This is an optimization exercise on Yosys and OpenROAD, whose aim is small area, not a production implementation.
In this exercise RTL edits were held to simulation tests only and were not proved equivalent to the original.
No activity file was given, so power comes from the tool's default toggle rates.

## vg63_loop_law
module vg63_loop_law (
    input  wire        clk,
    input  wire        rst,
    input  wire        cfg_we,
    input  wire [6:0]  cfg_addr,
    input  wire [31:0] cfg_wdata,
    input  wire        in_valid,
    output wire        in_ready,
    input  wire [31:0] in_e,
    input  wire [31:0] in_vn,
    input  wire [31:0] in_an,
    output reg         out_valid,
    output wire [31:0] out_y,
    output wire [31:0] out_ye,
    output reg         out_hi,
    output reg         out_lo,
    output reg         out_frozen
);
Size in the first run: roughly 4900 cells after synthesis, roughly 2700 flip-flops, ~70000 um^2 of cells after synthesis.
export LEC_CHECK = 0
export CAP_MARGIN = 20
export CORE_MARGIN = 2
export CORE_UTILIZATION = 65
export CTS_BUF_LIST = sky130_fd_sc_hd__clkbuf_8
export CTS_CLUSTER_DIAMETER = 50
export CTS_CLUSTER_SIZE = 16
export PLACE_DENSITY = 0.72
export SLEW_MARGIN = 20
create_clock -name core_clock -period 18.0 [get_ports {clk}]
run.sh (not shown) runs the stock make flow with config.mk's settings and CLKGATE_MAP_FILE= SYNTH_SCRIPT=/design/flow/synth_recipe.tcl, a recipe that flattens the netlist after the stock synthesis.
==> next run, changes <==
==> flow/flow/run.sh (new file) <==
#!/bin/bash
# The standard layout (standard.sh), with three of its settings changed:
# ports buffered with buf_1, clock tree without dummy loads, and power
# recovery (downsizing of cells that have slack) after global routing.
set -euo pipefail
export BUFFER_PORTS_ARGS="-buffer_cell sky130_fd_sc_hd__buf_1"
export CTS_ARGS="-sink_clustering_enable -repair_clock_nets -sink_clustering_size 16 -sink_clustering_max_diameter 50 -buf_list sky130_fd_sc_hd__clkbuf_8 -dont_use_dummy_load"
export RECOVER_POWER=100
bash standard.sh finish > standard_flow.log 2>&1
==> flow/standard.sh (new file) <==
#!/bin/bash
# synth_recipe.tcl (not shown) runs the flow's synth.tcl, then flattens the netlist and writes it again
# the make line also repeats each setting of config.mk as NAME=value (left out here)
make -C /OpenROAD-flow-scripts/flow DESIGN_CONFIG=/design/flow/config.mk WORK_HOME=/design/flow/orfs CLKGATE_MAP_FILE= SYNTH_SCRIPT=/design/flow/synth_recipe.tcl "${@:-finish}"
removed: flow/run.sh
Result: Now the flow completed and failed the layout checks on max-capacitance violations, max-slew violations; via count is lower by 0.43%; synthesized cell count is unchanged; power drops by 3.3%; flip-flop and latch count stays the same.
==> next run, changes <==
==> flow/flow/run.sh (replaced) <==
#!/bin/bash
# The standard layout (standard.sh), with two of its settings changed:
# ports buffered with buf_1, and a clock tree without dummy loads.
set -euo pipefail
export BUFFER_PORTS_ARGS="-buffer_cell sky130_fd_sc_hd__buf_1"
export CTS_ARGS="-sink_clustering_enable -repair_clock_nets -sink_clustering_size 16 -sink_clustering_max_diameter 50 -buf_list sky130_fd_sc_hd__clkbuf_8 -dont_use_dummy_load"
bash standard.sh finish > standard_flow.log 2>&1
After rerunning: The new run completed with no timing, DRC or antenna violations. Synthesized area does not change. Cell count barely changes. Combinational power is about the same. Core utilization went up by 0.20 points. Routed wire length is about the same.
==> next run, changes <==
--- a/flow/flow/run.sh
+++ b/flow/flow/run.sh
@@ -6 +6 @@
-export CTS_ARGS="-sink_clustering_enable -repair_clock_nets -sink_clustering_size 16 -sink_clustering_max_diameter 50 -buf_list sky130_fd_sc_hd__clkbuf_8 -dont_use_dummy_load"
+export CTS_ARGS="-sink_clustering_enable -repair_clock_nets -sink_clustering_size 30 -sink_clustering_max_diameter 70 -buf_list sky130_fd_sc_hd__clkbuf_16 -dont_use_dummy_load"
Outcome:
- The new run finished with timing, DRC and antenna clean
- power is higher by about 0.5%
- clock-buffer cell count is lower by 92
- worst hold slack improved by 10 ps
- routed wire length barely changes
- utilization barely changes

---

Setup of alpha:
vg63_loop_law, a different RTL version from the one above (not shown whole).
For scale: about 5200 cells after synthesis, roughly 2700 flip-flops, roughly 210 I/O pins, roughly 69000 sq um of cells after synthesis.
Settings: LEC_CHECK=0, ABC_AREA=1, CAP_MARGIN=20, CORE_MARGIN=2, CORE_UTILIZATION=75, CTS_BUF_LIST=sky130_fd_sc_hd__clkbuf_8, CTS_CLUSTER_DIAMETER=50, CTS_CLUSTER_SIZE=16, PLACE_DENSITY=0.82, SLEW_MARGIN=20; clock period 18.0 ns.
standard.sh (not shown) runs the stock make flow with config.mk's settings and CLKGATE_MAP_FILE= SYNTH_SCRIPT=/design/flow/synth_recipe.tcl, a recipe that flattens the netlist after the stock synthesis.
==> flow/flow/run.sh <==
#!/bin/bash
# The standard layout (standard.sh), with two of its settings changed:
# ports buffered with buf_1, and a clock tree without dummy loads.
set -euo pipefail
export BUFFER_PORTS_ARGS="-buffer_cell sky130_fd_sc_hd__buf_1"
export CTS_ARGS="-sink_clustering_enable -repair_clock_nets -sink_clustering_size 9 -sink_clustering_max_diameter 35 -buf_list sky130_fd_sc_hd__clkbuf_4 -dont_use_dummy_load"
bash standard.sh finish > standard_flow.log 2>&1
#### Input delta (beta over alpha)
- a deleted ABC_AREA that had been 1
==> flow/flow/run.sh <==
#!/bin/bash
# The standard layout (standard.sh), with two of its settings changed:
# ports buffered with buf_1, and a clock tree without dummy loads.
set -euo pipefail
export BUFFER_PORTS_ARGS="-buffer_cell sky130_fd_sc_hd__buf_1"
export CTS_ARGS="-sink_clustering_enable -repair_clock_nets -sink_clustering_size 34 -sink_clustering_max_diameter 55 -buf_list sky130_fd_sc_hd__clkbuf_16 -dont_use_dummy_load"
bash standard.sh finish > standard_flow.log 2>&1
- alpha and beta all finish clean.
- beta against alpha: wire length went down by 3500 microns; cell area after layout went up by 960 sq um; global-route usage went down by 0.87 points; synthesized net count went down by 463.
- Total power improves in beta relative to alpha.
- Of alpha and beta, the higher switching portion of total power belongs to alpha.
- On share of final layout cell area taken by clock buffers and inverters: beta sits above alpha.
- beta vs. alpha: deepest level of the CTS H-tree went down by 1.
- Compared with alpha, area after synthesis in beta increased slightly.
Edits applied to the flow inputs when going from beta to gamma:
- CORE_UTILIZATION now 85, was 75
- PLACE_DENSITY now 0.9, was 0.82
==> flow/flow/run.sh <==
#!/bin/bash
# The standard layout (standard.sh), with two of its settings changed:
# ports buffered with buf_1, and a clock tree without dummy loads.
set -euo pipefail
export BUFFER_PORTS_ARGS="-buffer_cell sky130_fd_sc_hd__buf_1"
export CTS_ARGS="-sink_clustering_enable -repair_clock_nets -sink_clustering_size 16 -sink_clustering_max_diameter 50 -buf_list sky130_fd_sc_hd__clkbuf_8 -dont_use_dummy_load"
bash standard.sh finish > standard_flow.log 2>&1
Status(gamma) = ERROR, stage = global routing. beta completed; timing, DRC and antenna clean. Going from beta to gamma, die span in x lost about 6%; proportion of synthesized area in mux cells neither gained nor lost much; TritonCTS buffer count picked up an extra 54.
--- input diff gamma..delta ---
- PLACE_DENSITY changed from 0.9 to 0.82
- CORE_UTILIZATION changed from 85 to 75
==> flow/flow/run.sh <==
#!/bin/bash
# The standard layout (standard.sh), with two of its settings changed:
# ports buffered with buf_1, and a clock tree without dummy loads.
set -euo pipefail
export BUFFER_PORTS_ARGS="-buffer_cell sky130_fd_sc_hd__buf_1"
export CTS_ARGS="-sink_clustering_enable -repair_clock_nets -sink_clustering_size 18 -sink_clustering_max_diameter 45 -buf_list sky130_fd_sc_hd__clkbuf_8 -dont_use_dummy_load"
bash standard.sh finish > standard_flow.log 2>&1
--- outcome ---
Every stage of the flow completed for delta, and the final layout passed the timing, design-rule and antenna checks.
Against gamma, delta comes in 10 points lower on starting density of the core.
delta gives less estimated wirelength of the detail-placed design than gamma did.
Pre-CTS setup slack ended up 0.23 ns higher on delta than on gamma.

---

Setup of harbor:
Starting RTL as in the previous note.
==> flow/config.mk <==
export PLATFORM = sky130hd
export DESIGN_NAME = vg63_loop_law
export DESIGN_NICKNAME = vg63_loop_law
export VERILOG_FILES = /design/flow/design.v
export SDC_FILE = /design/flow/constraint.sdc
export NUM_CORES = 8
export LEC_CHECK = 0
export ABC_AREA = 1
export CAP_MARGIN = 20
export CORE_MARGIN = 2
export CORE_UTILIZATION = 75
export CTS_BUF_LIST = sky130_fd_sc_hd__clkbuf_8
export CTS_CLUSTER_DIAMETER = 50
export CTS_CLUSTER_SIZE = 16
export PLACE_DENSITY = 0.82
export SLEW_MARGIN = 20
==> flow/constraint.sdc <==
create_clock -name core_clock -period 18.0 [get_ports {clk}]
set_input_delay 3.6000 -clock core_clock [delete_from_list [all_inputs] [get_ports {clk}]]
set_output_delay 3.6000 -clock core_clock [all_outputs]
set_load 0.01 [all_outputs]
==> flow/flow/run.sh <==
#!/bin/bash
# The standard layout (standard.sh), with two of its settings changed:
# ports buffered with buf_1, and a clock tree without dummy loads.
set -euo pipefail
export BUFFER_PORTS_ARGS="-buffer_cell sky130_fd_sc_hd__buf_1"
export CTS_ARGS="-sink_clustering_enable -repair_clock_nets -sink_clustering_size 18 -sink_clustering_max_diameter 45 -buf_list sky130_fd_sc_hd__clkbuf_8 -dont_use_dummy_load"
bash standard.sh finish > standard_flow.log 2>&1
harbor | status: complete | timing, DRC, antenna: pass
Edits applied to the flow inputs when going from harbor to indigo:
- changing CAP_MARGIN from 20 to 10
- changing SLEW_MARGIN from 20 to 10
- removing ABC_AREA (formerly 1)
==> flow/flow/run.sh <==
#!/bin/bash
# The standard layout (standard.sh), with two of its settings changed:
# ports buffered with buf_1, and a clock tree without dummy loads.
set -euo pipefail
export BUFFER_PORTS_ARGS="-buffer_cell sky130_fd_sc_hd__buf_1"
export CTS_ARGS="-sink_clustering_enable -repair_clock_nets -sink_clustering_size 16 -sink_clustering_max_diameter 50 -buf_list sky130_fd_sc_hd__clkbuf_8 -dont_use_dummy_load"
bash standard.sh finish > standard_flow.log 2>&1
Results
Between harbor and indigo, the difference in core footprint is negligible. Required time at the endpoint of the critical path: indigo vs harbor down 0.10 ns. indigo has slew at the pin closest to its max-slew limit above what harbor had. Sequential power down about 2% in indigo wrt harbor. Routed wire length shrinks by a little under 10% when moving from harbor to indigo.
What juniper does differently from indigo at the input level:
- an added ABC_AREA of 1
- a change of CAP_MARGIN from 10 to 20
- a change of SLEW_MARGIN from 10 to 20
[summary]
The lower non-clock buffer count in the final layout came out of juniper. Per the comparison of juniper with indigo, fmax up about 1.2%; met1 layer wirelength in the final routing went up about 5.4%; post-layout minimum cycle time now sits lower. Relative to indigo, the total routing resource utilization after global routing of juniper is higher by 3.4 points. Of the two values seen for cell with the largest stage delay on the worst path, sky130_fd_sc_hd__o21ai_0 was produced by juniper and sky130_fd_sc_hd__nor3_2 by indigo. Of indigo and juniper, the run reporting the lower flop-to-flop setup slack was indigo.
Here is what was changed in the inputs of tundra compared with juniper.
- clearing ABC_AREA, which used to be 1
Results
Diff juniper -> tundra | cell area | increase of 0.42%
tundra vs juniper: maximum vdd drop down by more than half
| die extent in y | juniper vs tundra | ≈ equal |
Relative to juniper, number of non-clock inverters has decreased by about 70% in tundra.
For the ratio of routed vias to standard cells, tundra came in 1.7% higher than juniper did.

[what the ideal ports hide]
Ports are ideal in the flow. The routed layouts listed here were re-timed in OpenROAD. Step 1 assumes that a clkbuf_16 drives the clock port and a buf_2 every other input. Step 2 moves the port delays by t, midway between the first and last clock arrival at a register: inputs arrive t later, outputs are due t later. That takes back most of the time a late clock gives input paths. Slacks: ideal / step 1 / step 2; pairs: ideal / step 1.
| run | shift t [ns] | slack for setup (ns) | hold WS [ns] | latest minus earliest clock arrival (ns) | slew at the worst register clock pin (ns) |
|---|---|---|---|---|---|
| the first run of note 1 | 0.974 | 2.753 / 2.753 / 2.753 | 0.307 / 0.307 / 0.307 | 0.045 / 0.045 | 0.10 / 0.10 |
| the second run of note 1 | 0.933 | 1.844 / 1.844 / 1.844 | 0.257 / 0.257 / 0.257 | 0.121 / 0.121 | 0.10 / 0.10 |
| the third run of note 1 | 0.938 | 2.767 / 2.767 / 2.767 | 0.261 / 0.261 / 0.261 | 0.121 / 0.121 | 0.10 / 0.10 |
| the fourth run of note 1 | 0.770 | 2.692 / 2.692 / 2.692 | 0.271 / 0.271 / 0.271 | 0.098 / 0.098 | 0.11 / 0.11 |
| alpha | 1.308 | 3.216 / 3.216 / 3.216 | 0.243 / 0.243 / 0.243 | 0.167 / 0.167 | 0.12 / 0.12 |
| beta | 0.815 | 2.943 / 2.943 / 2.943 | 0.251 / 0.251 / 0.251 | 0.088 / 0.088 | 0.12 / 0.12 |
| delta | 0.894 | 2.985 / 2.985 / 2.985 | 0.275 / 0.275 / 0.275 | 0.136 / 0.135 | 0.11 / 0.11 |
| harbor | 0.933 | 3.196 / 3.196 / 3.196 | 0.255 / 0.255 / 0.255 | 0.131 / 0.130 | 0.12 / 0.12 |
| indigo | 0.904 | 2.981 / 2.981 / 2.981 | 0.276 / 0.276 / 0.276 | 0.109 / 0.108 | 0.10 / 0.10 |
| juniper | 0.946 | 3.153 / 3.153 / 3.153 | 0.268 / 0.268 / 0.268 | 0.097 / 0.097 | 0.11 / 0.11 |
| tundra | 0.927 | 2.972 / 2.972 / 2.972 | 0.284 / 0.284 / 0.284 | 0.107 / 0.108 | 0.11 / 0.11 |
